This is an optimization exercise on Yosys and OpenROAD, whose aim is small area, not a production implementation. RTL that was checked went through simulation tests only; none was proved equivalent to the original. The RTL of run 1 was laid out without a check of its function. Power and IR drop assume default switching activity.

==> flow/design.v, too long to show whole: its modules and the start of the top module <==
// module jet_pp: 266 lines
// module jet_mtree: 521 lines
// module jet_slot: 152 lines
// module jet_hold: 10 lines
// module jet_pick: 23 lines
// module jet_and_or15: 7 lines
// module jet_and_or13: 8 lines
// module jet_alu: 129 lines
// module jet_aslice: 22 lines
// module jet_shift: 93 lines
// module jet_cnt: 57 lines
// module jet_mac: 55 lines
// module jet_ladd2: 38 lines
// module jet_lcmp: 26 lines
// module jet_fa: 10 lines
// module jet_rca: 28 lines
// module jet_pc8: 16 lines
// module jet_cpa50: 29 lines
module jet_slot (
    input  wire        clk,
    input  wire        rst,         
    input  wire        head,        
    input  wire        in_valid,    
    input  wire        end_set,     
    input  wire [63:0] insn,
    input  wire [31:0] tok_n,
    input  wire [31:0] tok_e,
    input  wire [31:0] tok_s,
    input  wire [31:0] tok_w,
    input  wire [31:0] k0,
    input  wire [31:0] k1,
    input  wire [31:0] k2,
    input  wire [31:0] k3,
    input  wire        carry_in,    
    output reg         res_valid,   
    output reg  [31:0] result,
    output reg         send_valid,  
    output reg         send_carry,
    output reg  [31:0] w0,
    output reg  [31:0] w1,
    output reg  [31:0] w2,
    output reg  [31:0] w3,
    output reg  [47:0] acc,
    output reg         c_flag,
    output reg         p_flag
);
  // ...
==> flow/flow/run.sh <==
#!/bin/bash
# The standard layout, with the smallest buffer (buf_1) on every port.
set -euo pipefail
export BUFFER_PORTS_ARGS="-buffer_cell sky130_fd_sc_hd__buf_1"
bash standard.sh > make.log 2>&1
==> flow/standard.sh <==
#!/bin/bash
# synth_recipe.tcl (not shown) runs the flow's synth.tcl, then flattens the netlist and writes it again
# the make line also repeats each setting of config.mk as NAME=value (left out here)
make -C /OpenROAD-flow-scripts/flow DESIGN_CONFIG=/design/flow/config.mk WORK_HOME=/design/flow/orfs CLKGATE_MAP_FILE= SYNTH_SCRIPT=/design/flow/synth_recipe.tcl "${@:-finish}"
==> flow/config.mk <==
export PLATFORM = sky130hd
export DESIGN_NAME = jet_slot
export DESIGN_NICKNAME = jet_slot
export VERILOG_FILES = /design/flow/design.v
export SDC_FILE = /design/flow/constraint.sdc
export NUM_CORES = 8
export LEC_CHECK = 0
export CAP_MARGIN = 20
export CORE_MARGIN = 2
export CORE_UTILIZATION = 50
export PLACE_DENSITY = 0.6
export SLEW_MARGIN = 20
export SYNTH_HIERARCHICAL = 1
export SYNTH_MINIMUM_KEEP_SIZE = 0
==> flow/constraint.sdc <==
create_clock -name core_clock -period 30.0 [get_ports {clk}]
set_input_delay 6.0000 -clock core_clock [delete_from_list [all_inputs] [get_ports {clk}]]
set_output_delay 6.0000 -clock core_clock [all_outputs]
set_load 0.01 [all_outputs]
==> run notes, run 1 <==
status=timing/DRC/antenna clean; r2r endpoint=w0[14]; Largest register FFs=48; max cap viols=0; Total GRT Usage=0.5581; Via density=between 7 and 8; routing usage on met1=0.6751; Synth Cell Area=48,490 um2; post_cts resized=0; clock root buffer=clkbuf_16; largest reg by FF count=acc; Crit-path slowest cell=a221oi_1; max-slew violation count=0; Lkg Pwr=about 22 nW; Non-CTS buffers=791; GP Congestion=between 1 and 1.5; GR Util met3=0.2928; slack of the critical path=between 0.5 and 0.6 ns; hold buffers post-CTS=0; Clock group=between 0.3 and 0.4 mW; Pwr per Cell Area=53.06 nW/um2; fmax=about 0.034 GHz; RR Startpoint=w1[0]; Top cell by count, worst path=fa_1; Area after DPL=52,130 um2; post-layout power=2.827 mW; Storage cell area=4264 um2; Worst Clk Skew=between 0.04 and 0.05 ns; Starting Density=0.5029; via count=~56,000; Critical Path End=w0[14]; cell count after synthesis=5,569; nets=6,880; P_seq=0.383 mW; Worst EP arrival=29.95 ns; H-tree lvl count=1; core area=96,420 um2; Seq cells=~210; VDD IR max=0.00006824 V; layout cells sized above 1=0.1564; Total Wirelength=290.0 mm; Die Ht=315.4 um; worst path required time=30.51 ns; r2r worst-path depth=slightly above 60
==> module jet_slot, before the edit <==
module jet_slot (
    input  wire        clk,
    input  wire        rst,         
    input  wire        head,        
    input  wire        in_valid,    
    input  wire        end_set,     
    input  wire [63:0] insn,
    input  wire [31:0] tok_n,
    input  wire [31:0] tok_e,
    input  wire [31:0] tok_s,
    input  wire [31:0] tok_w,
    input  wire [31:0] k0,
    input  wire [31:0] k1,
    input  wire [31:0] k2,
    input  wire [31:0] k3,
    input  wire        carry_in,    
    output reg         res_valid,   
    output reg  [31:0] result,
    output reg         send_valid,  
    output reg         send_carry,
    output reg  [31:0] w0,
    output reg  [31:0] w1,
    output reg  [31:0] w2,
    output reg  [31:0] w3,
    output reg  [47:0] acc,
    output reg         c_flag,
    output reg         p_flag
);
    wire        f_v    = insn[63];
    wire [3:0]  grp    = insn[62:59];
    wire [2:0]  fn     = insn[57:55];    
    wire [1:0]  lane   = insn[54:53];
    wire        sgn    = insn[52];
    wire        sat    = insn[51];
    wire [1:0]  pred   = insn[50:49];
    wire        setf   = insn[48];
    wire [1:0]  chain  = insn[47:46];
    wire [3:0]  f_sa   = insn[45:42];
    wire [3:0]  f_sb   = insn[41:38];
    wire [3:0]  f_sc   = insn[37:34];
    wire [3:0]  dst    = insn[33:30];
    wire [7:0]  aux    = insn[23:16];
    wire [15:0] imm    = insn[15:0];
    wire g_em = grp[3];                           
    wire g_ar = ~grp[3] & (grp[2:0] == 3'd0);
    wire g_lg = ~grp[3] & (grp[2:0] == 3'd1);
    wire g_sh = ~grp[3] & (grp[2:0] == 3'd2);
    wire g_cp = ~grp[3] & (grp[2:0] == 3'd3);
    wire g_se = ~grp[3] & (grp[2:0] == 3'd4);
    wire g_cn = ~grp[3] & (grp[2:0] == 3'd5);
    wire g_ab = ~grp[3] & (grp[2:0] == 3'd6);
    wire g_mc = ~grp[3] & (grp[2:0] == 3'd7);
    wire o_carry  = g_ar & ~fn[2];                
    wire o_rel    = g_cp & ~fn[2];                
    wire o_sad    = g_ab & fn[0];
    wire o_accrd  = g_mc & fn[2];
    wire acc_only = g_mc & ~fn[2] & (fn[1] | fn[0]);    
    wire m8    = lane[1];                         
    wire m16   = lane[0];                         
    wire m32   = ~(lane[1] | lane[0]);
    wire [3:0]  sa = f_sa | {o_accrd, 1'b0, o_accrd, 1'b0};
    wire [3:0]  sb = f_sb | {o_accrd, 2'b00, o_accrd};
    wire [31:0] A, B, C;
    jet_pick u_pa (.s(sa), .sgn(sgn), .tn(tok_n), .te(tok_e), .ts(tok_s), .tw(tok_w),
                   .r0(w0), .r1(w1), .r2(w2), .r3(w3), .al(acc[31:0]), .c0(k0), .c1(k1),
                   .c2(k2), .c3(k3), .ah(acc[47:32]), .im(imm), .o(A));
    jet_pick u_pb (.s(sb), .sgn(sgn), .tn(tok_n), .te(tok_e), .ts(tok_s), .tw(tok_w),
                   .r0(w0), .r1(w1), .r2(w2), .r3(w3), .al(acc[31:0]), .c0(k0), .c1(k1),
                   .c2(k2), .c3(k3), .ah(acc[47:32]), .im(imm), .o(B));
    jet_pick u_pc (.s(f_sc), .sgn(sgn), .tn(tok_n), .te(tok_e), .ts(tok_s), .tw(tok_w),
                   .r0(w0), .r1(w1), .r2(w2), .r3(w3), .al(acc[31:0]), .c0(k0), .c1(k1),
                   .c2(k2), .c3(k3), .ah(acc[47:32]), .im(imm), .o(C));
    wire        cin = chain[0] ? carry_in : c_flag;
    wire [31:0] alu_out, absd;
    wire        all_true, carry32;
    jet_alu u_alu (.a(A), .b(B), .c(C), .grp_ar(g_ar), .grp_lg(g_lg | g_em), .grp_se(g_se),
                   .grp_cp(g_cp), .grp_ab(g_ab), .emit(g_em), .fn(fn), .m8(m8), .m16(m16), .sgn(sgn), .sat(sat),
                   .cin(cin), .p(p_flag), .out(alu_out), .absd(absd), .all_true(all_true),
                   .carry(carry32));
    wire [31:0] sh_out;
    jet_shift u_sh (.a(A), .b(B), .fn(fn), .shift(g_sh), .accrd(o_accrd), .m8(m8), .m16(m16),
                    .sgn(sgn), .sat(sat), .aux(aux), .out(sh_out));
    wire [31:0] cnt_out;
    wire [5:0]  cnt_sum;
    jet_cnt u_cnt (.a(A), .fn(fn), .m8(m8), .m16(m16), .out(cnt_out), .sum(cnt_sum));
    wire [8:0]  su, sv;
    jet_rca #(8, 0) u_su (.x(absd[7:0]),  .y(absd[23:16] & {8{~m32}}), .ci(1'b0), .s(su[7:0]), .co(su[8]));
    jet_rca #(8, 0) u_sv (.x(absd[15:8]), .y(absd[31:24] & {8{~m32}}), .ci(1'b0), .s(sv[7:0]), .co(sv[8]));
    wire [16:0] sv_w = m8 ? {8'h00, sv} : {sv, 8'h00};
    wire [16:0] sad_s;
    wire        sad_co;
    jet_rca #(17, 0) u_sad (.x({8'h00, su}), .y(sv_w), .ci(1'b0), .s(sad_s), .co(sad_co));
    wire [31:0] r1 = {absd[31:16] & {16{o_sad & m32}}, 7'h0,
                      o_sad ? su : (g_cn ? {3'h0, cnt_sum} : 9'h0)};
    wire [16:0] r2 = o_sad ? sv_w : 17'h0;
    wire [47:0] mac_f;
    jet_mac u_mac (.a(A[15:0]), .b(B[15:0]), .acc(acc), .mac(g_mc), .fn(fn), .sgn(sgn),
                   .sat(sat), .r1(r1), .r2(r2), .out(mac_f));
    wire r_sh = g_sh | o_accrd;
    wire r_mc = g_mc & ~fn[2];
    wire r_ab = g_ab;
    wire sad_small = o_sad & ~m32;               
    wire [31:0] res = alu_out | ({32{r_sh}} & sh_out) | ({32{g_cn}} & cnt_out) |
                      {15'h0, {17{sad_small}} & sad_s} | ({32{r_mc}} & mac_f[31:0]);
    wire clear   = rst | head;
    wire in_slot = in_valid & f_v & (end_set == (pred == 2'b11));
    wire runs    = in_slot & ((pred == 2'b11) | (pred == 2'b00) |
                              (pred == 2'b01 & p_flag) | (pred == 2'b10 & ~p_flag));
    wire st      = runs & ~g_em;                  
    wire wr_w    = st & ~acc_only;
    wire ld_res  = wr_w & (dst == 4'h9);
    wire ld_sum  = st & (acc_only | (aux[0] & (g_cn | o_sad)));
    wire [47:0] res_x = {{16{sgn & res[31]}}, res};
    wire        res_nz = r_ab ? |absd : |res;
    wire [31:0] res_c  = res & {32{~clear}};
    wire        wsel   = clear | wr_w;
    wire [31:0] w0_d, w1_d, w2_d, w3_d;
    jet_hold #(32) u_h0 (.en(wsel & (clear | (dst == 4'h5))), .d(res_c), .q(w0), .o(w0_d));
    jet_hold #(32) u_h1 (.en(wsel & (clear | (dst == 4'h6))), .d(res_c), .q(w1), .o(w1_d));
    jet_hold #(32) u_h2 (.en(wsel & (clear | (dst == 4'h7))), .d(res_c), .q(w2), .o(w2_d));
    jet_hold #(32) u_h3 (.en(wsel & (clear | (dst == 4'h8))), .d(res_c), .q(w3), .o(w3_d));
    wire        ldr    = ld_res & ~clear;
    wire        lds    = ld_sum & ~ld_res & ~clear;
    wire [47:0] acc_in = ({48{ldr}} & res_x) | ({48{lds}} & mac_f);
    wire [47:0] acc_d;
    jet_hold #(48) u_ha (.en(clear | ld_res | ld_sum), .d(acc_in), .q(acc), .o(acc_d));
    always @(posedge clk) begin
        result <= res;
        w0     <= w0_d;
        w1     <= w1_d;
        w2     <= w2_d;
        w3     <= w3_d;
        acc    <= acc_d;
        if (clear) begin
            c_flag     <= 1'b0;
            p_flag     <= 1'b0;
            res_valid  <= 1'b0;
            send_valid <= 1'b0;
            send_carry <= 1'b0;
        end else begin
            res_valid  <= runs;
            send_valid <= in_slot & chain[1];
            send_carry <= runs & chain[1] & carry32;
            if (st & o_carry & m32)
                c_flag <= carry32;
            if (st & o_rel)
                p_flag <= all_true;
            else if (st & setf)
                p_flag <= res_nz;
        end
    end
endmodule
==> module jet_cnt, before the edit <==
module jet_cnt (
    input  wire [31:0] a,
    input  wire [2:0]  fn,
    input  wire        m8,
    input  wire        m16,
    output wire [31:0] out,
    output wire [5:0]  sum
);
    genvar i, k;
    wire brk16 = m8 | m16;
    wire m32   = ~brk16;
    wire o_cls  = (fn == 3'd1);
    wire o_popc = (fn == 3'd2);
    wire [31:0] sgn_m = {{8{a[31]}}, {8{m8 ? a[23] : a[31]}},
                         {8{m32 ? a[31] : a[15]}},
                         {8{m8 ? a[7] : (m16 ? a[15] : a[31])}}};
    wire [31:0] cz;
    generate for (i = 0; i < 32; i = i + 1) begin : clsx
        if (i == 0) begin : c0
            assign cz[i] = o_cls | a[i];
        end else begin : cn
            wire bot = ((i == 8) | (i == 24)) & m8 | (i == 16) & brk16;
            assign cz[i] = o_cls ? (bot | (a[i-1] ^ sgn_m[i])) : a[i];
        end
    end endgenerate
    wire [31:0] tin;
    wire [3:0]  zb;
    generate for (k = 0; k < 4; k = k + 1) begin : pre
        for (i = 7; i >= 0; i = i - 1) begin : pb
            if (i == 7) begin : t7
                assign tin[8*k+i] = ~cz[8*k+i];
            end else begin : tn
                assign tin[8*k+i] = tin[8*k+i+1] & ~cz[8*k+i];
            end
        end
        assign zb[k] = tin[8*k];
    end endgenerate
    wire [3:0] zab;       
    assign zab[3] = 1'b1;
    assign zab[2] = m8 | zb[3];
    assign zab[1] = ~m32 | (zb[3] & zb[2]);
    assign zab[0] = m8 | (m16 ? zb[1] : &zb[3:1]);
    wire [31:0] pin;
    generate for (i = 0; i < 32; i = i + 1) begin : pci
        assign pin[i] = o_popc ? a[i] : (tin[i] & zab[i/8]);
    end endgenerate
    wire [3:0] pc8 [0:3];
    wire [4:0] pc16 [0:1];
    generate for (k = 0; k < 4; k = k + 1) begin : p8
        jet_pc8 u_pc (.a(pin[8*k+7:8*k]), .n(pc8[k]));
    end endgenerate
    jet_rca #(4, 0) u_pc16a (.x(pc8[0]), .y(pc8[1]), .ci(1'b0), .s(pc16[0][3:0]), .co(pc16[0][4]));
    jet_rca #(4, 0) u_pc16b (.x(pc8[2]), .y(pc8[3]), .ci(1'b0), .s(pc16[1][3:0]), .co(pc16[1][4]));
    jet_rca #(5, 0) u_pc32  (.x(pc16[0]), .y(pc16[1]), .ci(1'b0), .s(sum[4:0]), .co(sum[5]));
    assign out = m8  ? {4'h0, pc8[3], 4'h0, pc8[2], 4'h0, pc8[1], 4'h0, pc8[0]} :
                 m16 ? {11'h0, pc16[1], 11'h0, pc16[0]} : {26'h0, sum};
endmodule
==> module jet_mac, before the edit <==
module jet_mac (
    input  wire [15:0] a,
    input  wire [15:0] b,
    input  wire [47:0] acc,
    input  wire        mac,         
    input  wire [2:0]  fn,
    input  wire        sgn,
    input  wire        sat,
    input  wire [31:0] r1,          
    input  wire [16:0] r2,          
    output wire [47:0] out          
);
    genvar i;
    wire o_mul    = mac & (fn == 3'd0);
    wire o_msu    = mac & (fn == 3'd2);
    wire mode8    = mac & (fn == 3'd3);
    wire mode16   = mac & ~fn[2] & ~(fn[1] & fn[0]);
    wire acc_only = mac & ~fn[2] & (fn[1] | fn[0]);
    wire [15:0] my = ({16{mode16}} & b) | ({16{mode8}} & {b[7:0], b[15:8]});
    wire [31:0] ms, mc;
    wire [255:0] pp;
    wire nb = sgn & (mode16 | mode8), n16 = sgn & mode16, n8 = sgn & mode8;
    jet_pp    u_pp (.xn(~a), .xdn(~(a & {16{mode16}})), .yn(~my), .nb(nb), .n16(n16), .n8(n8),
                    .pp(pp));
    jet_mtree u_mt (.pp(pp), .nb(nb), .n16(n16), .n8(n8), .s(ms), .c(mc));
    wire [31:0] msh, mch;
    generate for (i = 0; i < 32; i = i + 1) begin : sh8
        if (i < 24) begin : m
            assign msh[i] = mode8 ? ms[i+8] : ms[i];
            assign mch[i] = mode8 ? mc[i+8] : mc[i];
        end else begin : k
            assign msh[i] = mode8 ? nb : ms[i];
            assign mch[i] = ~mode8 & mc[i];
        end
    end endgenerate
    wire [31:0] pr = (msh | r1) ^ {32{o_msu}};
    wire [31:0] qr = (mch | {15'h0, r2}) ^ {32{o_msu}};
    wire [49:0] ae = {{2{sgn & acc[47]}}, acc} & {50{~o_mul}};
    wire [49:0] ua;
    wire [50:0] va;
    assign va[0] = o_msu;
    generate for (i = 0; i < 50; i = i + 1) begin : csa
        if (i < 32) begin : f
            jet_fa u (.a(ae[i]), .b(pr[i]), .c(qr[i]), .s(ua[i]), .co(va[i+1]));
        end else begin : k
            assign ua[i]   = ae[i] ^ nb;
            assign va[i+1] = o_msu ? (ae[i] | ~nb) : (ae[i] & nb);
        end
    end endgenerate
    wire [49:0] t;
    jet_cpa50 u_cpa (.x(ua), .y(va[49:0]), .ci(o_msu), .s(t));
    wire ov  = sgn ? ~((t[49] == t[48]) & (t[48] == t[47])) : (t[49] | t[48]);
    wire sov = sat & acc_only & ov;
    assign out = sov ? {sgn ? t[49] : ~t[49], {47{~t[49]}}} : t[47:0];
endmodule
==> module jet_cpa50, before the edit <==
module jet_cpa50 (
    input  wire [49:0] x,
    input  wire [49:0] y,
    input  wire        ci,
    output wire [49:0] s
);
    wire c9, c18, c29, c41;
    wire a18, b18, a29, b29, a41, b41, a50, b50;
    wire [8:0]  p1a, p1b;
    wire [10:0] p2a, p2b;
    wire [11:0] p3a, p3b;
    wire [8:0]  p4a, p4b;
    jet_rca #(9)  u0  (.x(x[8:0]),   .y(y[8:0]),   .ci(ci),   .s(s[8:0]), .co(c9));
    jet_rca #(9, 0)  u1a (.x(x[17:9]),  .y(y[17:9]),  .ci(1'b0), .s(p1a), .co(a18));
    jet_rca #(9, 1)  u1b (.x(x[17:9]),  .y(y[17:9]),  .ci(1'b1), .s(p1b), .co(b18));
    jet_rca #(11, 0) u2a (.x(x[28:18]), .y(y[28:18]), .ci(1'b0), .s(p2a), .co(a29));
    jet_rca #(11, 1) u2b (.x(x[28:18]), .y(y[28:18]), .ci(1'b1), .s(p2b), .co(b29));
    jet_rca #(12, 0) u3a (.x(x[40:29]), .y(y[40:29]), .ci(1'b0), .s(p3a), .co(a41));
    jet_rca #(12, 1) u3b (.x(x[40:29]), .y(y[40:29]), .ci(1'b1), .s(p3b), .co(b41));
    jet_rca #(9, 0)  u4a (.x(x[49:41]), .y(y[49:41]), .ci(1'b0), .s(p4a), .co(a50));
    jet_rca #(9, 1)  u4b (.x(x[49:41]), .y(y[49:41]), .ci(1'b1), .s(p4b), .co(b50));
    assign c18 = c9  ? b18 : a18;
    assign c29 = c18 ? b29 : a29;
    assign c41 = c29 ? b41 : a41;
    assign s[17:9]  = c9  ? p1b : p1a;
    assign s[28:18] = c18 ? p2b : p2a;
    assign s[40:29] = c29 ? p3b : p3a;
    assign s[49:41] = c41 ? p4b : p4a;
endmodule
==> run 2, diff against run 1 <==
--- a/flow/design.v
+++ b/flow/design.v
@@ -870,5 +870,5 @@
     wire [31:0] cnt_out;
     wire [5:0]  cnt_sum;
-    jet_cnt u_cnt (.a(A), .fn(fn), .m8(m8), .m16(m16), .out(cnt_out), .sum(cnt_sum));
+    jet_cnt u_cnt (.a(A), .fn(fn), .en(g_cn), .m8(m8), .m16(m16), .out(cnt_out), .sum(cnt_sum));
     wire [8:0]  su, sv;
     jet_rca #(8, 0) u_su (.x(absd[7:0]),  .y(absd[23:16] & {8{~m32}}), .ci(1'b0), .s(su[7:0]), .co(su[8]));
@@ -888,5 +888,5 @@
     wire r_ab = g_ab;
     wire sad_small = o_sad & ~m32;               
-    wire [31:0] res = alu_out | ({32{r_sh}} & sh_out) | ({32{g_cn}} & cnt_out) |
+    wire [31:0] res = (alu_out | ({32{r_sh}} & sh_out) | cnt_out) |
                       {15'h0, {17{sad_small}} & sad_s} | ({32{r_mc}} & mac_f[31:0]);
     wire clear   = rst | head;
@@ -900,16 +900,16 @@
     wire [47:0] res_x = {{16{sgn & res[31]}}, res};
     wire        res_nz = r_ab ? |absd : |res;
-    wire [31:0] res_c  = res & {32{~clear}};
-    wire        wsel   = clear | wr_w;
     wire [31:0] w0_d, w1_d, w2_d, w3_d;
-    jet_hold #(32) u_h0 (.en(wsel & (clear | (dst == 4'h5))), .d(res_c), .q(w0), .o(w0_d));
-    jet_hold #(32) u_h1 (.en(wsel & (clear | (dst == 4'h6))), .d(res_c), .q(w1), .o(w1_d));
-    jet_hold #(32) u_h2 (.en(wsel & (clear | (dst == 4'h7))), .d(res_c), .q(w2), .o(w2_d));
-    jet_hold #(32) u_h3 (.en(wsel & (clear | (dst == 4'h8))), .d(res_c), .q(w3), .o(w3_d));
+    wire [3:0]  wsel = {4{wr_w & ~clear}} & {dst == 4'h8, dst == 4'h7, dst == 4'h6, dst == 4'h5};
+    wire [3:0]  whold = ~wsel & {4{~clear}};
+    jet_ao22 #(32) u_h0 (.s0(wsel[0]), .d0(res), .s1(whold[0]), .d1(w0), .o(w0_d));
+    jet_ao22 #(32) u_h1 (.s0(wsel[1]), .d0(res), .s1(whold[1]), .d1(w1), .o(w1_d));
+    jet_ao22 #(32) u_h2 (.s0(wsel[2]), .d0(res), .s1(whold[2]), .d1(w2), .o(w2_d));
+    jet_ao22 #(32) u_h3 (.s0(wsel[3]), .d0(res), .s1(whold[3]), .d1(w3), .o(w3_d));
     wire        ldr    = ld_res & ~clear;
     wire        lds    = ld_sum & ~ld_res & ~clear;
-    wire [47:0] acc_in = ({48{ldr}} & res_x) | ({48{lds}} & mac_f);
     wire [47:0] acc_d;
-    jet_hold #(48) u_ha (.en(clear | ld_res | ld_sum), .d(acc_in), .q(acc), .o(acc_d));
+    jet_sel3 #(48) u_ha (.s0(ldr), .d0(res_x), .s1(lds), .d1(mac_f),
+                         .s2(~(clear | ld_res | ld_sum)), .d2(acc), .o(acc_d));
     always @(posedge clk) begin
         result <= res;
@@ -938,13 +938,27 @@
     end
 endmodule
-module jet_hold #(
+module jet_ao22 #(
     parameter N = 32
 ) (
-    input  wire         en,
-    input  wire [N-1:0] d,
-    input  wire [N-1:0] q,
+    input  wire         s0,
+    input  wire [N-1:0] d0,
+    input  wire         s1,
+    input  wire [N-1:0] d1,
     output wire [N-1:0] o
 );
-    assign o = en ? d : q;
+    assign o = ({N{s0}} & d0) | ({N{s1}} & d1);
+endmodule
+module jet_sel3 #(
+    parameter N = 48
+) (
+    input  wire         s0,
+    input  wire [N-1:0] d0,
+    input  wire         s1,
+    input  wire [N-1:0] d1,
+    input  wire         s2,
+    input  wire [N-1:0] d2,
+    output wire [N-1:0] o
+);
+    assign o = ({N{s0}} & d0) | ({N{s1}} & d1) | ({N{s2}} & d2);
 endmodule
 module jet_pick (
@@ -1233,4 +1247,5 @@
     input  wire [31:0] a,
     input  wire [2:0]  fn,
+    input  wire        en,          
     input  wire        m8,
     input  wire        m16,
@@ -1243,7 +1258,4 @@
     wire o_cls  = (fn == 3'd1);
     wire o_popc = (fn == 3'd2);
-    wire [31:0] sgn_m = {{8{a[31]}}, {8{m8 ? a[23] : a[31]}},
-                         {8{m32 ? a[31] : a[15]}},
-                         {8{m8 ? a[7] : (m16 ? a[15] : a[31])}}};
     wire [31:0] cz;
     generate for (i = 0; i < 32; i = i + 1) begin : clsx
@@ -1252,5 +1264,5 @@
         end else begin : cn
             wire bot = ((i == 8) | (i == 24)) & m8 | (i == 16) & brk16;
-            assign cz[i] = o_cls ? (bot | (a[i-1] ^ sgn_m[i])) : a[i];
+            assign cz[i] = o_cls ? (bot | (a[i-1] ^ a[i])) : a[i];
         end
     end endgenerate
@@ -1284,6 +1296,7 @@
     jet_rca #(4, 0) u_pc16b (.x(pc8[2]), .y(pc8[3]), .ci(1'b0), .s(pc16[1][3:0]), .co(pc16[1][4]));
     jet_rca #(5, 0) u_pc32  (.x(pc16[0]), .y(pc16[1]), .ci(1'b0), .s(sum[4:0]), .co(sum[5]));
-    assign out = m8  ? {4'h0, pc8[3], 4'h0, pc8[2], 4'h0, pc8[1], 4'h0, pc8[0]} :
-                 m16 ? {11'h0, pc16[1], 11'h0, pc16[0]} : {26'h0, sum};
+    assign out = ({32{en & m8}}  & {4'h0, pc8[3], 4'h0, pc8[2], 4'h0, pc8[1], 4'h0, pc8[0]}) |
+                 ({32{en & m16}} & {11'h0, pc16[1], 11'h0, pc16[0]}) |
+                 ({32{en & m32}} & {26'h0, sum});
 endmodule
 module jet_mac (
@@ -1324,5 +1337,5 @@
     wire [31:0] pr = (msh | r1) ^ {32{o_msu}};
     wire [31:0] qr = (mch | {15'h0, r2}) ^ {32{o_msu}};
-    wire [49:0] ae = {{2{sgn & acc[47]}}, acc} & {50{~o_mul}};
+    wire [49:0] ae = {{2{sgn & acc[47]}}, acc[47:32], acc[31:0] & {32{~o_mul}}};
     wire [49:0] ua;
     wire [50:0] va;
@@ -1337,6 +1350,7 @@
     end endgenerate
     wire [49:0] t;
-    jet_cpa50 u_cpa (.x(ua), .y(va[49:0]), .ci(o_msu), .s(t));
-    wire ov  = sgn ? ~((t[49] == t[48]) & (t[48] == t[47])) : (t[49] | t[48]);
+    wire        ovs, ovu;
+    jet_cpa50 u_cpa (.x(ua), .y(va[49:0]), .ci(o_msu), .s(t), .ovs(ovs), .ovu(ovu));
+    wire ov  = sgn ? ovs : ovu;
     wire sov = sat & acc_only & ov;
     assign out = sov ? {sgn ? t[49] : ~t[49], {47{~t[49]}}} : t[47:0];
@@ -1464,15 +1478,19 @@
     input  wire [49:0] y,
     input  wire        ci,
-    output wire [49:0] s
-);
-    wire c9, c18, c29, c41;
-    wire a18, b18, a29, b29, a41, b41, a50, b50;
-    wire [8:0]  p1a, p1b;
+    output wire [49:0] s,
+    output wire        ovs,
+    output wire        ovu
+);
+    wire c6, c12, c18, c29, c41;
+    wire a12, b12, a18, b18, a29, b29, a41, b41, a50, b50;
+    wire [5:0]  p0a, p0b, p1a, p1b;
     wire [10:0] p2a, p2b;
     wire [11:0] p3a, p3b;
     wire [8:0]  p4a, p4b;
-    jet_rca #(9)  u0  (.x(x[8:0]),   .y(y[8:0]),   .ci(ci),   .s(s[8:0]), .co(c9));
-    jet_rca #(9, 0)  u1a (.x(x[17:9]),  .y(y[17:9]),  .ci(1'b0), .s(p1a), .co(a18));
-    jet_rca #(9, 1)  u1b (.x(x[17:9]),  .y(y[17:9]),  .ci(1'b1), .s(p1b), .co(b18));
+    jet_rca #(6)     u0  (.x(x[5:0]),   .y(y[5:0]),   .ci(ci),   .s(s[5:0]), .co(c6));
+    jet_rca #(6, 0)  u0a (.x(x[11:6]),  .y(y[11:6]),  .ci(1'b0), .s(p0a), .co(a12));
+    jet_rca #(6, 1)  u0b (.x(x[11:6]),  .y(y[11:6]),  .ci(1'b1), .s(p0b), .co(b12));
+    jet_rca #(6, 0)  u1a (.x(x[17:12]), .y(y[17:12]), .ci(1'b0), .s(p1a), .co(a18));
+    jet_rca #(6, 1)  u1b (.x(x[17:12]), .y(y[17:12]), .ci(1'b1), .s(p1b), .co(b18));
     jet_rca #(11, 0) u2a (.x(x[28:18]), .y(y[28:18]), .ci(1'b0), .s(p2a), .co(a29));
     jet_rca #(11, 1) u2b (.x(x[28:18]), .y(y[28:18]), .ci(1'b1), .s(p2b), .co(b29));
@@ -1481,10 +1499,16 @@
     jet_rca #(9, 0)  u4a (.x(x[49:41]), .y(y[49:41]), .ci(1'b0), .s(p4a), .co(a50));
     jet_rca #(9, 1)  u4b (.x(x[49:41]), .y(y[49:41]), .ci(1'b1), .s(p4b), .co(b50));
-    assign c18 = c9  ? b18 : a18;
+    assign c12 = c6  ? b12 : a12;
+    assign c18 = c12 ? b18 : a18;
     assign c29 = c18 ? b29 : a29;
     assign c41 = c29 ? b41 : a41;
-    assign s[17:9]  = c9  ? p1b : p1a;
+    assign s[11:6]  = c6  ? p0b : p0a;
+    assign s[17:12] = c12 ? p1b : p1a;
     assign s[28:18] = c18 ? p2b : p2a;
     assign s[40:29] = c29 ? p3b : p3a;
     assign s[49:41] = c41 ? p4b : p4a;
+    wire ovsa = ~((p4a[8] == p4a[7]) & (p4a[7] == p4a[6]));
+    wire ovsb = ~((p4b[8] == p4b[7]) & (p4b[7] == p4b[6]));
+    assign ovs = c41 ? ovsb : ovsa;
+    assign ovu = c41 ? (p4b[8] | p4b[7]) : (p4a[8] | p4a[7]);
 endmodule
--- a/flow/config.mk
+++ b/flow/config.mk
@@ -6,9 +6,10 @@
 export NUM_CORES = 8
 export LEC_CHECK = 0
-export CAP_MARGIN = 20
+export CAP_MARGIN = 10
 export CORE_MARGIN = 2
-export CORE_UTILIZATION = 50
-export PLACE_DENSITY = 0.6
-export SLEW_MARGIN = 20
+export CORE_UTILIZATION = 45
+export CTS_BUF_LIST = sky130_fd_sc_hd__clkbuf_4 sky130_fd_sc_hd__clkbuf_8
+export PLACE_DENSITY = 0.55
+export SLEW_MARGIN = 10
 export SYNTH_HIERARCHICAL = 1
 export SYNTH_MINIMUM_KEEP_SIZE = 0
==> run 2 against run 1 <==
  * Still clean
  * Non-clock buffer count fell by 13
  * First-iteration DRC count fell by 10%
  * Sequential power fell by 21%
  * Sequential cell count did not move
  * Global-route usage fell by 9.7 points
  * Critical path depth fell by 2
  * Setup slack improved by 1.6 ns
  * Sequential share of layout area rose by 0.15 points
  * Final area fell by 1.9%
  * Critical endpoint is now p_flag
==> run notes, run 2 <==
status=timing/DRC/antenna clean; Max-slew headroom=0.1560; max cap viols=0 (unchanged); Initial DRT Pass Iterations=14; CTS max path bufs=3; nets=6,869 (-0.16%); Max FO, Critical Path=32; Hold Fails Final Rpt=0; ANT nets after route=0; r2r endpoint=p_flag; most common cell after layout, fill and taps aside=nor2_1; Post-CTS Setup Bufs=0; PortBufs=530; H-tree lvl count=2 (+1); max-slew violation count=0 (unchanged); Final HPWL DP=199.0 mm; layout cells sized above 1=0.1385 (-0.01782); crit path time final=around 28 ns; Clock Latency Late Sink=0.71 ns; GP Congestion=1.079 (-12%); routing usage on met1=0.6087 (-0.06639); syn_area_per_cell=8.556 um2; row count=119; cell count after synthesis=5,555 (-0.25%); pin count of the biggest net entering global routing=73; count of final setup violators=0; RR Startpoint=w1[0]; worst min path class=flip-flop to flip-flop; WS Path Type=primary input to flip-flop; Pwr per Cell Area=44.48 nW/um2 (-16%); period utilization=0.9291; Die Wd=329.0 um; die area=108,200 um2; clock tree sinks=roughly 210; worst slew pin tran=1.265 ns; clock buffer count from CTS=41; Starting Density=0.4528 (-0.05011); Hold Path Origin=c_flag; Area after DPL=51,270 um2 (-1.6%); clk slew on worst S/H paths=0.07 ns; worst hold endpoint=c_flag; Total Wirelength=260.2 mm (-10%); largest reg by FF count=acc; Total GRT Usage=0.4615 (-0.09662); core area=105,000 um2 (+8.9%); GR Util met3=0.1463 (-0.1465); Hold WS=around 0.53 ns; DR WL/cell=between 30 and 40 um; VDD IR max=0.00007133 V (+4.5%); post-route cell area=52,270 um2; initial antenna violation count=42; via count=54,260 (-3.9%); TritonCTS clock tree=built; r2r worst-path depth=58 (-4.9%); area delta synth->final=9.970%; Crit path largest cell delay=0.89 ns; Largest register FFs=48 (unchanged); CP Launch Point=insn[61]; setup_tns=0 ns; met2 Use GR=0.6570; clock root buffer=clkbuf_8; Via density=7.238 (-5.2%); Die Ht=329.0 um (+4.3%); most frequent cells in the layout=nor2_1 (534), buf_1 (524), fa_1 (453); Most Crowded Layer GR=met2; first-pass GRT wire length=roughly 360 mm; unrepaired setup endpoints after global routing=no; IO Pins=approximately 540; Crit. End Element=flip-flop; Crit-path slowest cell=or4_1; R2R Setup Slk=about 9.4 ns; Lkg Pwr=20.87 nW (-4.8%); post_cts resized=0 (unchanged); hold buffers post-CTS=0 (unchanged); Synth Warn #=11; hold depth=2; critical path launch point type=primary input; DR iter-0 viols=approximately 9,900; vias in the first global route=a little under 50,000; Worst EP arrival=28.46 ns (-1.49 ns); Top cell by count, worst path=fa_1; GRT overflow=0; worst path required time=30.59 ns (+0.08 ns); # fillers=10,430; DRC viols=0; Synth Cell Area=47,530 um2 (-2.0%); fmax=0.03588 GHz (+5.6%); Worst Clk Skew=0.03406 ns (-0.007880 ns)
==> run 2: power by group <==
group / switching, mW / internal (mW) / leakage [nW]
sequential: 0.00535 / 0.296 / 1.73
clock: 0.163 / 0.180 / 0.462
combinational: 1.07 / 0.611 / 18.7
==> run 2: cell type report <==
type	count	area [um2]	share of cell area
inverters	193	724.4	0.01386
well taps	1391	1740	0.03330
flip-flops and latches	213	4264	0.08158
repair buffers	778	3874	0.07411
clock inverters	11	113.9	0.002178
clock buffers	60	763.2	0.01460
multi-input cells	4808	40680	0.7783
diodes	43	107.6	0.002059
==> run 2: worst max-delay path: cells and delay by family <==
family	cells	cell delay, ns
muxes	9	3.43
xor gates and xnor gates	2	0.39
adders and majority gates	22	9.13
buffers and inverters	5	1.33
AOI/OAI and AO/OA	8	2.12
and+or+nand+nor	19	6.03
==> run 2: how the worst max path moves through the flow <==
| stage | endpoint | slack (ns) | cells after the start |
|---|---|---|---|
| 6_report | p_flag | 2.13 | 65 |
| 3_5_place_dp | p_flag | 2.11 | 65 |
| 2_1_floorplan | p_flag | 4.41 | 66 |
| 3_3_place_gp | p_flag | 2.21 | 65 |
| 5_1_grt | p_flag | 1.52 | 65 |
| 4_1_cts | p_flag | 2.80 | 65 |
==> run 2: stage by stage <==
step	util	instances	power, mW	setup slack [ns]
after detailed placement	0.4885	7382	1.904	2.111
after global placement	0.4885	7382	1.892	2.213
final	0.4979	7497	2.325	2.126
after CTS	0.4968	7453	2.244	2.799
after global routing	0.4975	7479	2.412	1.523
after floorplan	-	5609	1.338	4.409
==> run 2: layer usage <==
metal	wire length, um	part of all wire	up-vias
li1	-	-	22260
met3	35140	0.14	1047
met2	106000	0.41	4394
met5	149	0.00057	-
met1	98410	0.38	26550
met4	20490	0.079	14
==> run 3, diff against run 2 <==
==> flow/config.mk (replaced) <==
export PLATFORM = sky130hd
export DESIGN_NAME = jet_slot
export DESIGN_NICKNAME = jet_slot
export VERILOG_FILES = /design/flow/design.v
export SDC_FILE = /design/flow/constraint.sdc
export NUM_CORES = 8
export LEC_CHECK = 0
export CAP_MARGIN = 20
export CORE_MARGIN = 2
export CORE_UTILIZATION = 45
export PLACE_DENSITY = 0.55
export SLEW_MARGIN = 20
export SYNTH_HIERARCHICAL = 1
export SYNTH_MINIMUM_KEEP_SIZE = 0
==> run 3 against run 2 <==
  * Wire length down 0.16%
  * Global-route usage decreased by 0.17 points
  * Cell count is 0.43% lower
  * Non-clock buffer count decreased by 1
  * Die area is the same
  * Maximum frequency is 0.27% lower
  * Clock skew down 0.019 ns
  * Utilization about the same
  * Combinational power hardly changed
  * Synthesized cell count stayed put
  * Clock power up 7.0%
==> run notes, run 3 <==
area delta synth->final=10.07% (about the same); worst min path class=flip-flop to flip-flop; H-tree lvl count=1 (-1); Top cell by count, worst path=fa_1; cell-internal power=1.115 mW (+2.5%); DR WL/cell=34.80 um (+0.27%); Total Wirelength=259.8 mm (-0.16%); Crit. End Element=flip-flop; TritonCTS clock tree=built; DRC viols=0 (unchanged); setup_tns=0 ns (unchanged); Post-CTS Setup Bufs=0 (unchanged); critical path launch point type=primary input; Sw Ratio=0.5251 (-0.007015); Reg power frac=0.128 (-0.002); VDD IR max=0.00007027 V (-1.5%); Die Ht=329.0 um (unchanged); Pwr per Cell Area=44.88 nW/um2 (+0.91%); initial antenna violation count=39 (-7.1%); post_cts resized=0 (unchanged); ANT nets after route=0 (unchanged); row count=119 (unchanged); core area=105,000 um2 (unchanged); clk slew on worst S/H paths=0.07 ns (about the same); Total GRT Usage=0.4598 (-0.001708); GP Congestion=1.079 (unchanged); Comb pwr share=0.715 (-0.008); Synth Cell Area=47,530 um2 (unchanged); Via density=7.248 (+0.14%); clock tree sinks=213 (unchanged); R2R Setup Slk=9.38 ns (-0.02 ns); Lkg Pwr=20.85 nW (about the same); Worst EP arrival=28.46 ns (about the same); Crit-path slowest cell=or4_1; first-pass GRT wire length=363.4 mm (-0.16%); unrepaired setup endpoints after global routing=no; Die Wd=329.0 um (unchanged); WS Path Type=primary input to flip-flop; most common cell after layout, fill and taps aside=nor2_1; IO Pins=539 (unchanged); DR iter-0 viols=9,874 (-0.48%); Largest register FFs=48 (unchanged); max cap viols=0 (unchanged); P_sw=1.233 mW (-0.32%); Max FO, Critical Path=32 (unchanged); most frequent cells in the layout=nor2_1 (533), buf_1 (524), fa_1 (453); fmax=0.03578 GHz (-0.27%); Clock Latency Late Sink=0.61 ns (-0.10 ns); clock buffer count from CTS=27 (-34%); die area=108,200 um2 (unchanged); Final HPWL DP=199.0 mm (unchanged); via count=54,110 (-0.29%); vias in the first global route=49,270 (-0.30%); final core utilization=0.4984 (about the same); pin count of the biggest net entering global routing=73 (unchanged); max-slew violation count=0 (unchanged); clock root buffer=clkbuf_16; worst path required time=30.51 ns (-0.08 ns); Synth Warn #=11 (unchanged); Initial DRT Pass Iterations=13 (-1); Starting Density=0.4528 (unchanged); count of final setup violators=0 (unchanged); Crit path largest cell delay=0.90 ns (about the same); syn_area_per_cell=8.556 um2 (unchanged); period utilization=0.9317 (+0.002534); hold buffers post-CTS=0 (unchanged); worst slew pin tran=1.236 ns (-0.02905 ns); PortBufs=530 (unchanged); cell count after synthesis=5,555 (unchanged); GRT overflow=0 (unchanged); # fillers=10,400 (-0.28%); Max-slew headroom=0.1754 (+0.01939); nets=6,854 (-0.22%); CTS max path bufs=3 (unchanged); largest reg by FF count=acc; status=timing/DRC/antenna clean; layout cells sized above 1=0.1356 (-0.002949); share of power burned in the clock network=0.156 (+0.008); Hold Fails Final Rpt=0 (unchanged); crit path time final=27.95 ns (+0.07601 ns); Worst Clk Skew=0.01531 ns (-0.01876 ns)
==> run 3: worst paths after layout <==
kind,to,cells after the start,from
worst max-delay path,p_flag,65,insn[61]
worst min-delay path,c_flag,2,c_flag
worst max register to register,p_flag,58,w1[0]
worst min register to register,c_flag,2,c_flag
==> run 3: through the flow <==
stage,hold slack [ns],instances,setup slack (ns),power (mW),cell area [um2]
after floorplan,0.5485,5609,4.409,1.338,47730
after global routing,0.5835,7456,1.404,2.436,52290
after CTS,0.5465,7431,2.709,2.270,52220
final,0.5403,7465,2.050,2.348,52320
after detailed placement,0.5331,7382,2.111,1.904,51270
after global placement,0.5128,7382,2.213,1.892,51270
==> run 3: per-layer routing <==
metal	up-vias	part of all wire	track usage
met5	-	0.00018	0
met4	8	0.079	0.2798
met3	994	0.13	0.1436
met2	4268	0.41	0.6540
met1	26640	0.38	0.6064
li1	22200	-	-
==> run 3: power by group through the flow <==
stage | registers (mW) | clock network, mW | logic [mW]
floorplan | 0.313 | 0 | 1.03
global placement | 0.308 | 0 | 1.58
detailed placement | 0.307 | 0 | 1.60
CTS | 0.301 | 0.365 | 1.60
global route | 0.302 | 0.375 | 1.76
finish | 0.302 | 0.367 | 1.68
==> run 3: area by class of cell <==
type	count	area, um2	share of cell area
tap	1391	1740	0.03327
clock buffer	31	720.7	0.01378
antenna	34	85.08	0.001626
multi-input combinational	4808	40690	0.7778
sequential	213	4264	0.08151
inverter	193	724.4	0.01385
timing repair buffer	777	3866	0.07390
clock inverter	18	225.2	0.004305
==> run 3: critical path, delay by kind of cell <==
| kind | cells | cell delay, ns |
|---|---|---|
| compound gates | 8 | 2.09 |
| xor+xnor | 2 | 0.38 |
| fa+ha+maj | 22 | 9.16 |
| buf+inv | 5 | 1.32 |
| mux | 9 | 3.44 |
| simple gates | 19 | 6.02 |
==> module jet_and_or15, before the edit <==
module jet_and_or15 (
    input  wire [14:0] k,
    input  wire [14:0] d,
    output wire        o
);
    assign o = |(k & d);
endmodule
==> module jet_and_or13, before the edit <==
module jet_and_or13 (
    input  wire [12:0] k,
    input  wire [12:0] d,
    input  wire        e,
    output wire        o
);
    assign o = |(k & d) | e;
endmodule
==> module jet_shift, before the edit <==
module jet_shift (
    input  wire [31:0] a,
    input  wire [31:0] b,
    input  wire [2:0]  fn,
    input  wire        shift,
    input  wire        accrd,
    input  wire        m8,
    input  wire        m16,
    input  wire        sgn,
    input  wire        sat,
    input  wire [7:0]  aux,
    output wire [31:0] out
);
    genvar i, k;
    wire brk16 = m8 | m16;
    wire m32   = ~brk16;
    wire o_shl = shift & (fn == 3'd0);
    wire o_shr = shift & (fn == 3'd1);
    wire o_rol = shift & (fn == 3'd2);
    wire o_fun = shift & fn[2];
    wire        aux_n = aux[7] | accrd;
    wire        negr  = o_shl | o_rol;
    wire [2:0]  n8  [0:3];
    wire [3:0]  n16 [0:1];
    wire [4:0]  n32 = aux_n ? aux[4:0] : b[4:0];
    wire [2:0]  r8  [0:3];
    wire [3:0]  r16 [0:1];
    wire [4:0]  r32 = negr ? (5'd0 - n32) : n32;
    generate for (k = 0; k < 4; k = k + 1) begin : am8
        assign n8[k] = aux_n ? aux[2:0] : b[8*k+2:8*k];
        assign r8[k] = negr ? (3'd0 - n8[k]) : n8[k];
    end endgenerate
    generate for (k = 0; k < 2; k = k + 1) begin : am16
        assign n16[k] = aux_n ? aux[3:0] : b[16*k+3:16*k];
        assign r16[k] = negr ? (4'd0 - n16[k]) : n16[k];
    end endgenerate
    wire [31:0] sgn_m = {{8{a[31]}}, {8{m8 ? a[23] : a[31]}},
                         {8{m32 ? a[31] : a[15]}},
                         {8{m8 ? a[7] : (m16 ? a[15] : a[31])}}};
    wire [31:0] lmask;
    generate for (k = 0; k < 4; k = k + 1) begin : lmb
        wire [4:0] rl = m8 ? {2'b00, r8[k]} : (m16 ? {1'b0, r16[k/2]} : r32);
        wire [1:0] ph = {m32 & (k >= 2), ~m8 & (k % 2 == 1)};    
        wire full = o_shl & (m8 ? (n8[k] == 3'd0) : (m16 ? (n16[k/2] == 4'd0) : (n32 == 5'd0)));
        wire gt = full | (rl[4:3] > ph);
        wire eq = (rl[4:3] == ph);
        for (i = 0; i < 8; i = i + 1) begin : lb
            assign lmask[8*k+i] = gt | (eq & (rl[2:0] > i));
        end
    end endgenerate
    wire accr0 = accrd & ~aux[5];
    wire hi_f  = o_shr | (accrd & aux[5]);
    wire [3:0]  fillb = {4{sgn}} & {a[31], m8 ? a[23] : a[31], m32 ? a[31] : a[15],
                                    m8 ? a[7] : (m16 ? a[15] : a[31])};
    wire [31:0] fill = {{8{fillb[3]}}, {8{fillb[2]}}, {8{fillb[1]}}, {8{fillb[0]}}};
    wire a_lo = ~o_shl & ~o_fun & ~accr0;         
    wire b_lo = o_fun | accr0;                    
    wire [31:0] fin = (lmask & (hi_f ? fill : a)) |
                      (~lmask & ((a & {32{a_lo}}) | (b & {32{b_lo}})));
    wire [31:0] rs [0:5];
    assign rs[0] = fin;
    generate
        for (k = 0; k < 5; k = k + 1) begin : rstage
            for (i = 0; i < 32; i = i + 1) begin : rb
                localparam integer S8  = (i & ~7)  | ((i + (1 << k)) & 7);
                localparam integer S16 = (i & ~15) | ((i + (1 << k)) & 15);
                localparam integer S32 = (i + (1 << k)) & 31;
                wire c8  = (k < 3) ? r8[i/8][k % 3]   : 1'b0;
                wire c16 = (k < 4) ? r16[i/16][k % 4] : 1'b0;
                wire ctl = m8 ? c8 : (m16 ? c16 : r32[k]);
                wire src = m8 ? rs[k][S8] : (m16 ? rs[k][S16] : rs[k][S32]);
                assign rs[k+1][i] = ctl ? src : rs[k][i];
            end
        end
    endgenerate
    wire [31:0] rot = rs[5];
    wire [31:0] rmsb_m = {{8{rot[31]}}, {8{m8 ? rot[23] : rot[31]}},
                          {8{m32 ? rot[31] : rot[15]}},
                          {8{m8 ? rot[7] : (m16 ? rot[15] : rot[31])}}};
    wire [31:0] lost  = ~lmask & (a ^ ({32{sgn}} & rmsb_m));
    wire [3:0]  lostb = {|lost[31:24], |lost[23:16], |lost[15:8], |lost[7:0]};
    wire [3:0]  ovsh;
    assign ovsh[0] = m8 ? lostb[0] : (m16 ? |lostb[1:0] : |lostb);
    assign ovsh[1] = m8 ? lostb[1] : (m16 ? |lostb[1:0] : |lostb);
    assign ovsh[2] = m8 ? lostb[2] : (m16 ? |lostb[3:2] : |lostb);
    assign ovsh[3] = m8 ? lostb[3] : (m16 ? |lostb[3:2] : |lostb);
    wire sat_sh = sat & (o_shl | (accrd & ~aux[5]));
    generate for (i = 0; i < 32; i = i + 1) begin : so
        wire is_top = (i == 31) | ((i == 15) & brk16) | (((i == 7) | (i == 23)) & m8);
        wire satv = ~sgn | (is_top ? sgn_m[i] : ~sgn_m[i]);
        assign out[i] = (sat_sh & ovsh[i/8]) ? satv : rot[i];
    end endgenerate
endmodule
==> run 4, diff against run 3 <==
--- a/flow/design.v
+++ b/flow/design.v
@@ -866,9 +866,13 @@
                    .carry(carry32));
     wire [31:0] sh_out;
+    wire [15:0] c8;
+    wire [9:0]  c16;
+    wire [5:0]  cnt_sum;
     jet_shift u_sh (.a(A), .b(B), .fn(fn), .shift(g_sh), .accrd(o_accrd), .m8(m8), .m16(m16),
-                    .sgn(sgn), .sat(sat), .aux(aux), .out(sh_out));
+                    .sgn(sgn), .sat(sat), .aux(aux), .c8(c8), .c16(c16), .c32(cnt_sum),
+                    .out(sh_out));
     wire [31:0] cnt_out;
-    wire [5:0]  cnt_sum;
-    jet_cnt u_cnt (.a(A), .fn(fn), .en(g_cn), .m8(m8), .m16(m16), .out(cnt_out), .sum(cnt_sum));
+    jet_cnt u_cnt (.a(A), .fn(g_cn ? fn : {2'b00, sgn}), .en(g_cn), .m8(m8), .m16(m16),
+                   .out(cnt_out), .sum(cnt_sum), .c8(c8), .c16(c16));
     wire [8:0]  su, sv;
     jet_rca #(8, 0) u_su (.x(absd[7:0]),  .y(absd[23:16] & {8{~m32}}), .ci(1'b0), .s(su[7:0]), .co(su[8]));
@@ -990,5 +994,11 @@
     output wire        o
 );
-    assign o = |(k & d);
+    wire [4:0] y;
+    genvar i;
+    generate for (i = 0; i < 5; i = i + 1) begin : g
+        jet_aoi222 u (.a(k[3*i]), .b(d[3*i]), .c(k[3*i+1]), .d(d[3*i+1]), .e(k[3*i+2]),
+                      .f(d[3*i+2]), .y(y[i]));
+    end endgenerate
+    jet_nand5 u_n (.a(y), .y(o));
 endmodule
 module jet_and_or13 (
@@ -998,5 +1008,24 @@
     output wire        o
 );
-    assign o = |(k & d) | e;
+    wire [4:0] y;
+    genvar i;
+    generate for (i = 0; i < 4; i = i + 1) begin : g
+        jet_aoi222 u (.a(k[3*i]), .b(d[3*i]), .c(k[3*i+1]), .d(d[3*i+1]), .e(k[3*i+2]),
+                      .f(d[3*i+2]), .y(y[i]));
+    end endgenerate
+    assign y[4] = ~((k[12] & d[12]) | e);
+    jet_nand5 u_n (.a(y), .y(o));
+endmodule
+module jet_aoi222 (
+    input  wire a, b, c, d, e, f,
+    output wire y
+);
+    assign y = ~((a & b) | (c & d) | (e & f));
+endmodule
+module jet_nand5 (
+    input  wire [4:0] a,
+    output wire       y
+);
+    assign y = ~&a;
 endmodule
 module jet_alu (
@@ -1162,7 +1191,10 @@
     input  wire        sat,
     input  wire [7:0]  aux,
+    input  wire [15:0] c8,          
+    input  wire [9:0]  c16,         
+    input  wire [5:0]  c32,         
     output wire [31:0] out
 );
-    genvar i, k;
+    genvar i, k, bb, j;
     wire brk16 = m8 | m16;
     wire m32   = ~brk16;
@@ -1214,27 +1246,41 @@
     generate
         for (k = 0; k < 5; k = k + 1) begin : rstage
-            for (i = 0; i < 32; i = i + 1) begin : rb
-                localparam integer S8  = (i & ~7)  | ((i + (1 << k)) & 7);
-                localparam integer S16 = (i & ~15) | ((i + (1 << k)) & 15);
-                localparam integer S32 = (i + (1 << k)) & 31;
-                wire c8  = (k < 3) ? r8[i/8][k % 3]   : 1'b0;
-                wire c16 = (k < 4) ? r16[i/16][k % 4] : 1'b0;
-                wire ctl = m8 ? c8 : (m16 ? c16 : r32[k]);
-                wire src = m8 ? rs[k][S8] : (m16 ? rs[k][S16] : rs[k][S32]);
-                assign rs[k+1][i] = ctl ? src : rs[k][i];
+            for (bb = 0; bb < 4; bb = bb + 1) begin : rbyte
+                wire c8  = (k < 3) ? r8[bb][k % 3]   : 1'b0;
+                wire c16 = (k < 4) ? r16[bb/2][k % 4] : 1'b0;
+                wire t8  = m8 & c8, t16 = m16 & c16, t32 = m32 & r32[k];
+                wire [1:0] sel = {t16 | t32, t8 | t32};
+                wire any = t8 | t16 | t32;
+                for (j = 0; j < 8; j = j + 1) begin : rb
+                    localparam integer I   = 8 * bb + j;
+                    localparam integer S8  = (I & ~7)  | ((I + (1 << k)) & 7);
+                    localparam integer S16 = (I & ~15) | ((I + (1 << k)) & 15);
+                    localparam integer S32 = (I + (1 << k)) & 31;
+                    if (S8 == S16 && S16 == S32) begin : m2
+                        jet_mx2 u (.s(any), .a0(rs[k][I]), .a1(rs[k][S8]), .o(rs[k+1][I]));
+                    end else begin : m4
+                        jet_mx4 u (.s(sel), .a0(rs[k][I]), .a1(rs[k][S8]), .a2(rs[k][S16]),
+                                   .a3(rs[k][S32]), .o(rs[k+1][I]));
+                    end
+                end
             end
         end
     endgenerate
     wire [31:0] rot = rs[5];
-    wire [31:0] rmsb_m = {{8{rot[31]}}, {8{m8 ? rot[23] : rot[31]}},
-                          {8{m32 ? rot[31] : rot[15]}},
-                          {8{m8 ? rot[7] : (m16 ? rot[15] : rot[31])}}};
-    wire [31:0] lost  = ~lmask & (a ^ ({32{sgn}} & rmsb_m));
-    wire [3:0]  lostb = {|lost[31:24], |lost[23:16], |lost[15:8], |lost[7:0]};
-    wire [3:0]  ovsh;
-    assign ovsh[0] = m8 ? lostb[0] : (m16 ? |lostb[1:0] : |lostb);
-    assign ovsh[1] = m8 ? lostb[1] : (m16 ? |lostb[1:0] : |lostb);
-    assign ovsh[2] = m8 ? lostb[2] : (m16 ? |lostb[3:2] : |lostb);
-    assign ovsh[3] = m8 ? lostb[3] : (m16 ? |lostb[3:2] : |lostb);
+    wire [3:0] ov8;
+    wire [1:0] ov16;
+    generate for (k = 0; k < 4; k = k + 1) begin : o8
+        assign ov8[k] = c8[4*k+3:4*k] < {1'b0, n8[k]};
+    end endgenerate
+    generate for (k = 0; k < 2; k = k + 1) begin : o16
+        assign ov16[k] = c16[5*k+4:5*k] < {1'b0, n16[k]};
+    end endgenerate
+    wire ov32 = c32 < {1'b0, n32};
+    wire ova  = (sgn & (aux[4:0] == 5'd0)) ? ~((c32 == 6'd31) & (b[31] == a[31]))
+                                            : (c32 <= {1'b0, ~aux[4:0]});
+    wire [3:0] ovsh;
+    generate for (k = 0; k < 4; k = k + 1) begin : ovl
+        assign ovsh[k] = o_shl ? (m8 ? ov8[k] : (m16 ? ov16[k/2] : ov32)) : ova;
+    end endgenerate
     wire sat_sh = sat & (o_shl | (accrd & ~aux[5]));
     generate for (i = 0; i < 32; i = i + 1) begin : so
@@ -1244,4 +1290,22 @@
     end endgenerate
 endmodule
+module jet_mx2 (
+    input  wire s,
+    input  wire a0,
+    input  wire a1,
+    output wire o
+);
+    assign o = s ? a1 : a0;
+endmodule
+module jet_mx4 (
+    input  wire [1:0] s,
+    input  wire       a0,
+    input  wire       a1,
+    input  wire       a2,
+    input  wire       a3,
+    output wire       o
+);
+    assign o = s[1] ? (s[0] ? a3 : a2) : (s[0] ? a1 : a0);
+endmodule
 module jet_cnt (
     input  wire [31:0] a,
@@ -1251,5 +1315,7 @@
     input  wire        m16,
     output wire [31:0] out,
-    output wire [5:0]  sum
+    output wire [5:0]  sum,
+    output wire [15:0] c8,          
+    output wire [9:0]  c16          
 );
     genvar i, k;
@@ -1296,4 +1362,6 @@
     jet_rca #(4, 0) u_pc16b (.x(pc8[2]), .y(pc8[3]), .ci(1'b0), .s(pc16[1][3:0]), .co(pc16[1][4]));
     jet_rca #(5, 0) u_pc32  (.x(pc16[0]), .y(pc16[1]), .ci(1'b0), .s(sum[4:0]), .co(sum[5]));
+    assign c8  = {pc8[3], pc8[2], pc8[1], pc8[0]};
+    assign c16 = {pc16[1], pc16[0]};
     assign out = ({32{en & m8}}  & {4'h0, pc8[3], 4'h0, pc8[2], 4'h0, pc8[1], 4'h0, pc8[0]}) |
                  ({32{en & m16}} & {11'h0, pc16[1], 11'h0, pc16[0]}) |
==> flow/flow/run.sh (replaced) <==
#!/bin/bash
# The standard layout with two changes: the smallest buffer (buf_1) on every
# port, and, after the floorplan, cells that synthesis sized up without need
# (slack to spare) set back to their smallest drive (flow/downsize.tcl).
set -euo pipefail
export BUFFER_PORTS_ARGS="-buffer_cell sky130_fd_sc_hd__buf_1"
R=orfs/results/$FLOW_PLATFORM/jet_slot/base
bash standard.sh floorplan > make_floorplan.log 2>&1
DZ_IN=$R/2_floorplan.odb DZ_OUT=$R/2_floorplan.odb DZ_SDC=$R/2_floorplan.sdc \
  DZ_MARGIN=2.0 DZ_FLOOR=3.0 openroad -no_init -exit flow/downsize.tcl > downsize.log 2>&1
bash standard.sh finish > make_finish.log 2>&1
==> flow/flow/downsize.tcl (new file) <==
# Downsizes combinational cells (not buffers, inverters, flip-flops or adders)
# whose output pins have slack above DZ_MARGIN ns to the smallest drive of the
# same function, keeping the design's worst setup slack at least DZ_FLOOR ns.
# env: DZ_IN, DZ_OUT (odb), DZ_SDC, DZ_MARGIN, DZ_FLOOR, DZ_PLACED (1: estimate
# placement parasitics first)
set plat $::env(FLOW_HOME)/platforms/sky130hd
read_liberty $plat/lib/sky130_fd_sc_hd__tt_025C_1v80.lib
read_db $::env(DZ_IN)
read_sdc $::env(DZ_SDC)
source $plat/setRC.tcl
if {[info exists ::env(DZ_PLACED)] && $::env(DZ_PLACED)} { estimate_parasitics -placement }
set margin $::env(DZ_MARGIN)
set floor [expr {$::env(DZ_FLOOR) * 1e-9}]
proc smallest {master} {
  if {![regexp {^(sky130_fd_sc_hd__[a-z0-9]+?)_(\d+)$} $master -> base drive]} { return "" }
  if {[regexp {__(buf|clkbuf|clkinv|inv|df|dlygate|clkdlybuf|dlymetal|conb|fa|ha|tap|fill|decap|diode|bufinv|bufbuf|sdf|edf)} $base]} { return "" }
  set best ""
  set ba 1e9
  foreach c [get_lib_cells */${base}_*] {
    set n [get_name $c]
    if {![regexp "^${base}_\\d+\$" $n]} { continue }
    if {[get_property $c dont_use]} { continue }
    set a [get_property $c area]
    if {$a < $ba} { set ba $a; set best $n }
  }
  if {$best eq $master} { return "" }
  return $best
}
puts "worst slack before: [expr {[sta::worst_slack_cmd max] * 1e9}] ns"
set saved 0.0
set n 0
set tried 0
foreach inst [get_cells *] {
  set m [get_property $inst ref_name]
  set s [smallest $m]
  if {$s eq ""} { continue }
  set worst 1e9
  foreach p [get_pins -of_objects $inst -filter "direction == output"] {
    set sl [get_property $p slack_max]
    if {$sl ne "" && $sl < $worst} { set worst $sl }
  }
  if {$worst < $margin} { continue }
  incr tried
  set oa [get_property [get_lib_cells */$m] area]
  set na [get_property [get_lib_cells */$s] area]
  replace_cell $inst [get_lib_cells */$s]
  if {[sta::worst_slack_cmd max] < $floor} {
    replace_cell $inst [get_lib_cells */$m]
  } else {
    set saved [expr {$saved + $oa - $na}]
    incr n
  }
}
puts "downsized $n of $tried cells tried, saved $saved um2"
puts "worst slack after: [expr {[sta::worst_slack_cmd max] * 1e9}] ns"
if {[info exists ::env(DZ_OUT)]} { write_db $::env(DZ_OUT) }
--- a/flow/config.mk
+++ b/flow/config.mk
@@ -8,5 +8,6 @@
 export CAP_MARGIN = 20
 export CORE_MARGIN = 2
-export CORE_UTILIZATION = 45
+export CORE_UTILIZATION = 42
+export MIN_ROUTING_LAYER = met2
 export PLACE_DENSITY = 0.55
 export SLEW_MARGIN = 20
==> run 4 against run 3 <==
  * The flow now stops in 5_1_grt
  * Synthesized cell count shrank 11%
  * Synthesized area shrank 3.5%
==> run notes, run 4 <==
status=stopped before the end; stage reached=5_1_grt; Log Error=[ERROR GRT-0116] Global routing finished with congestion. Check the congestion regions in the DRC Viewer.; post_cts resized=0 (unchanged); Area after DPL=48,590 um2 (-5.2%); Synth Warn #=11 (unchanged); GP Congestion=1.236 (+15%); syn_area_per_cell=9.299 um2 (+8.7%); cell count after synthesis=4,932 (-11%); Post-CTS Setup Bufs=0 (unchanged); clock root buffer=clkbuf_16; Starting Density=0.4225 (-0.03029); dpl ws=1.409 ns (-0.7016 ns); clock buffer count from CTS=28 (+3.7%); Total GRT Usage=0.7872; Synth Cell Area=45,860 um2 (-3.5%); pin count of the biggest net entering global routing=97; first-pass GRT wire length=around 430 mm; hold buffers post-CTS=0 (unchanged); Placed Cells=6,832 (-7.5%); PortBufs=530 (unchanged); IO Pins=539 (unchanged); H-tree lvl count=1 (unchanged); Die Wd=334.4 um (+1.7%); CTS max path bufs=3 (unchanged); row count=121 (+1.7%); Final HPWL DP=207.1 mm (+4.1%); Die Ht=334.4 um (+1.7%); vias in the first global route=76,640; GRT overflow=between 50 and 60; clock tree sinks=213 (unchanged)
-- run 4: worst max-delay path by stage --
| stage | startpoint | endpoint | slack (ns) | cells after the start |
|---|---|---|---|---|
| floorplan | insn[62] | p_flag | 4.44 | 66 |
| global placement | insn[62] | p_flag | 1.54 | 67 |
| detailed placement | insn[62] | p_flag | 1.41 | 67 |
| CTS | insn[62] | p_flag | 1.99 | 67 |
-- run 4: per-layer routing --
layer | GRT usage | GRT overflow
met3 | 0.8968 | 37
met5 | 0.7208 | 14
met1 | - | -
met2 | 0.8072 | 0
met4 | 0.5767 | 2
-- run 4: power by group through the flow --
stage	combinational [mW]	clock [mW]	sequential, mW
global placement	1.84	0	0.309
detailed placement	1.86	0	0.309
CTS	1.87	0.379	0.303
floorplan	1.22	0	0.313
==> run 5, diff against run 4 <==
--- a/flow/config.mk
+++ b/flow/config.mk
@@ -9,5 +9,4 @@
 export CORE_MARGIN = 2
 export CORE_UTILIZATION = 42
-export MIN_ROUTING_LAYER = met2
 export PLACE_DENSITY = 0.55
 export SLEW_MARGIN = 20
==> run 5 against run 4 <==
  * The run now finishes clean
  * Synthesized area stayed put
  * Synthesized cell count stayed put
==> run notes, run 5 <==
status=timing/DRC/antenna clean; Routed met2 length=100.3 mm; Top Layer Used=met5; Comb pwr share=0.746; GRT overflow=0; clk slew on worst S/H paths=about 0.090 ns; Largest register FFs=48; H-tree lvl count=1 (unchanged); fmax=roughly 0.035 GHz; die area=approximately 110,000 um2; syn_area_per_cell=9.299 um2 (unchanged); period utilization=0.9600; Worst EP arrival=between 20 and 30 ns; row count=121 (unchanged); Hold WS=0.5582 ns; Final HPWL DP=191.3 mm (-7.6%); DR iter-0 viols=11,440; Max-slew headroom=0.2339; post_cts resized=0 (unchanged); Lkg Pwr=~20 nW; max cap viols=0; pin count of the biggest net entering global routing=71; unrepaired setup endpoints after global routing=no; Hold Fails Final Rpt=0; clock tree sinks=213 (unchanged); Sw Ratio=0.5304; vias in the first global route=46,060; worst path required time=30.43 ns; most common cell after layout, fill and taps aside=buf_1; clock root buffer=clkbuf_16; Top cell by count, worst path=fa_1; Post-CTS Setup Bufs=0 (unchanged); Max FO, Critical Path=24; setup_tns=0 ns; count of final setup violators=0; Initial DRT Pass Iterations=22; area delta synth->final=7.819%; VDD IR max=approximately 0.000089 V; via count=50,160; Total Wirelength=approximately 250 mm; Via density=roughly 7.3; wl on met1=92.45 mm; Crit-path slowest cell=or4_1; nets=6,292; max-slew violation count=0; Detail Route met3 WL=35.61 mm; IO Pins=539 (unchanged); TritonCTS clock tree=built; Reg power frac=0.120; GP Congestion=1.061 (-14%); first-pass GRT wire length=342.2 mm; initial antenna violation count=42; most frequent cells in the layout=buf_1 (524), nor2_1 (491), a222oi_1 (482); Clock Latency Late Sink=0.61 ns; cell count after synthesis=4,932 (unchanged); Die Ht=334.4 um (unchanged); core area=108,600 um2; hold buffers post-CTS=0 (unchanged); Pwr per Cell Area=51.03 nW/um2; P_sw=between 1 and 1.5 mW; DRC viols=0; Synth Cell Area=45,860 um2 (unchanged); Synth Warn #=11 (unchanged); Worst Clk Skew=0.04605 ns; Starting Density=0.4225 (unchanged); PortBufs=530 (unchanged); ANT nets after route=0; worst min path class=flip-flop to flip-flop; cell-internal power=between 1 and 1.5 mW; Die Wd=334.4 um (unchanged); share of power burned in the clock network=0.134; CTS max path bufs=3 (unchanged); largest reg by FF count=acc; Crit. End Element=flip-flop; Crit path largest cell delay=1.04 ns; WS Path Type=primary input to flip-flop; critical path launch point type=primary input; crit path time final=about 29 ns; clock buffer count from CTS=25 (-11%); worst slew pin tran=1.149 ns; DR WL/cell=35.61 um; layout cells sized above 1=0.08869; Total GRT Usage=0.4211; post-layout power=2.523 mW
run 5: path summary, 6_finish.rpt:
| check | slack (ns) | cells past startpoint | start | end |
|---|---|---|---|---|
| worst max-delay path | 1.20 | 64 | insn[62] | p_flag |
| worst min-delay path | 0.56 | 2 | c_flag | c_flag |
| worst max register to register | 8.53 | 57 | w1[8] | p_flag |
| worst min register to register | 0.56 | 2 | c_flag | c_flag |
run 5: layout make-up:
| class | count | area [um2] |
|---|---|---|
| fill | 10830 | 59100 |
| multi-input combinational | 4242 | 38030 |
| sequential | 213 | 4264 |
| timing repair buffer | 761 | 3734 |
| tap | 1414 | 1769 |
| inverter | 196 | 735.7 |
| clock buffer | 31 | 668.1 |
| clock inverter | 14 | 161.4 |
| antenna | 33 | 82.58 |
run 5: power by group through the flow:
stage / sequential [mW] / combinational (mW) / clock [mW]
4_1_cts: 0.303 / 1.80 / 0.333
3_5_place_dp: 0.309 / 1.79 / 0
2_1_floorplan: 0.313 / 1.22 / 0
5_1_grt: 0.304 / 1.99 / 0.345
6_report: 0.303 / 1.88 / 0.337
3_3_place_gp: 0.310 / 1.77 / 0
run 5: per-layer routing:
layer	vias up	track usage
met5	-	0.007816
met4	18	0.2361
met3	874	0.1434
met2	4137	0.5996
met1	24770	0.5546
li1	20360	-
run 5: through the flow:
stage,util,area [um2],instances,setup slack (ns)
2_1_floorplan,-,46060,4986,4.441
3_3_place_gp,0.4468,48510,6825,1.523
3_5_place_dp,0.4469,48510,6825,1.434
4_1_cts,0.4545,49340,6870,2.056
5_1_grt,0.4553,49420,6895,0.7806
6_report,0.4555,49450,6904,1.201
run 5: worst max-delay path: cells and delay by family:
| family | cells | cell delay, ns |
|---|---|---|
| fa+ha+maj | 22 | 9.11 |
| buf+inv | 5 | 0.96 |
| simple gates | 18 | 7.11 |
| xor+xnor | 2 | 0.41 |
| mux | 9 | 3.30 |
| compound gates | 8 | 2.27 |

re-timing with driven ports:
In the flow no input, the clock included, has a driving cell. The finished layouts below were timed again as built, in two steps.
Step 1: set_driving_cell puts a clkbuf_16 on clk and a buf_2 on each other input, an assumption about the parent block.
Step 2 adds t to the input delays and takes it off the output delays; t is the mean of the earliest and latest rising clock arrival at the registers after step 1. Input paths then give back, and output paths get back, about the clock's delay inside the block.
Three values: no drivers, after step 1, after step 2; two values: the first two.
run | t, ns | slack for setup (ns) | worst setup path after step 2
run 1 | 0.724 | 0.566 / 0.570 / -0.154 | input to register
run 2 | 0.757 | 2.126 / 2.051 / 1.294 | input to register
run 3 | 0.680 | 2.050 / 1.954 / 1.273 | input to register
run 5 | 0.667 | 1.201 / 1.256 / 0.589 | input to register
With both steps, setup timing fails in run 1, where it was met with ideal ports. The setup slack of run 2, which loses most, moves by -0.075 ns with the drivers and by -0.832 ns with both steps.
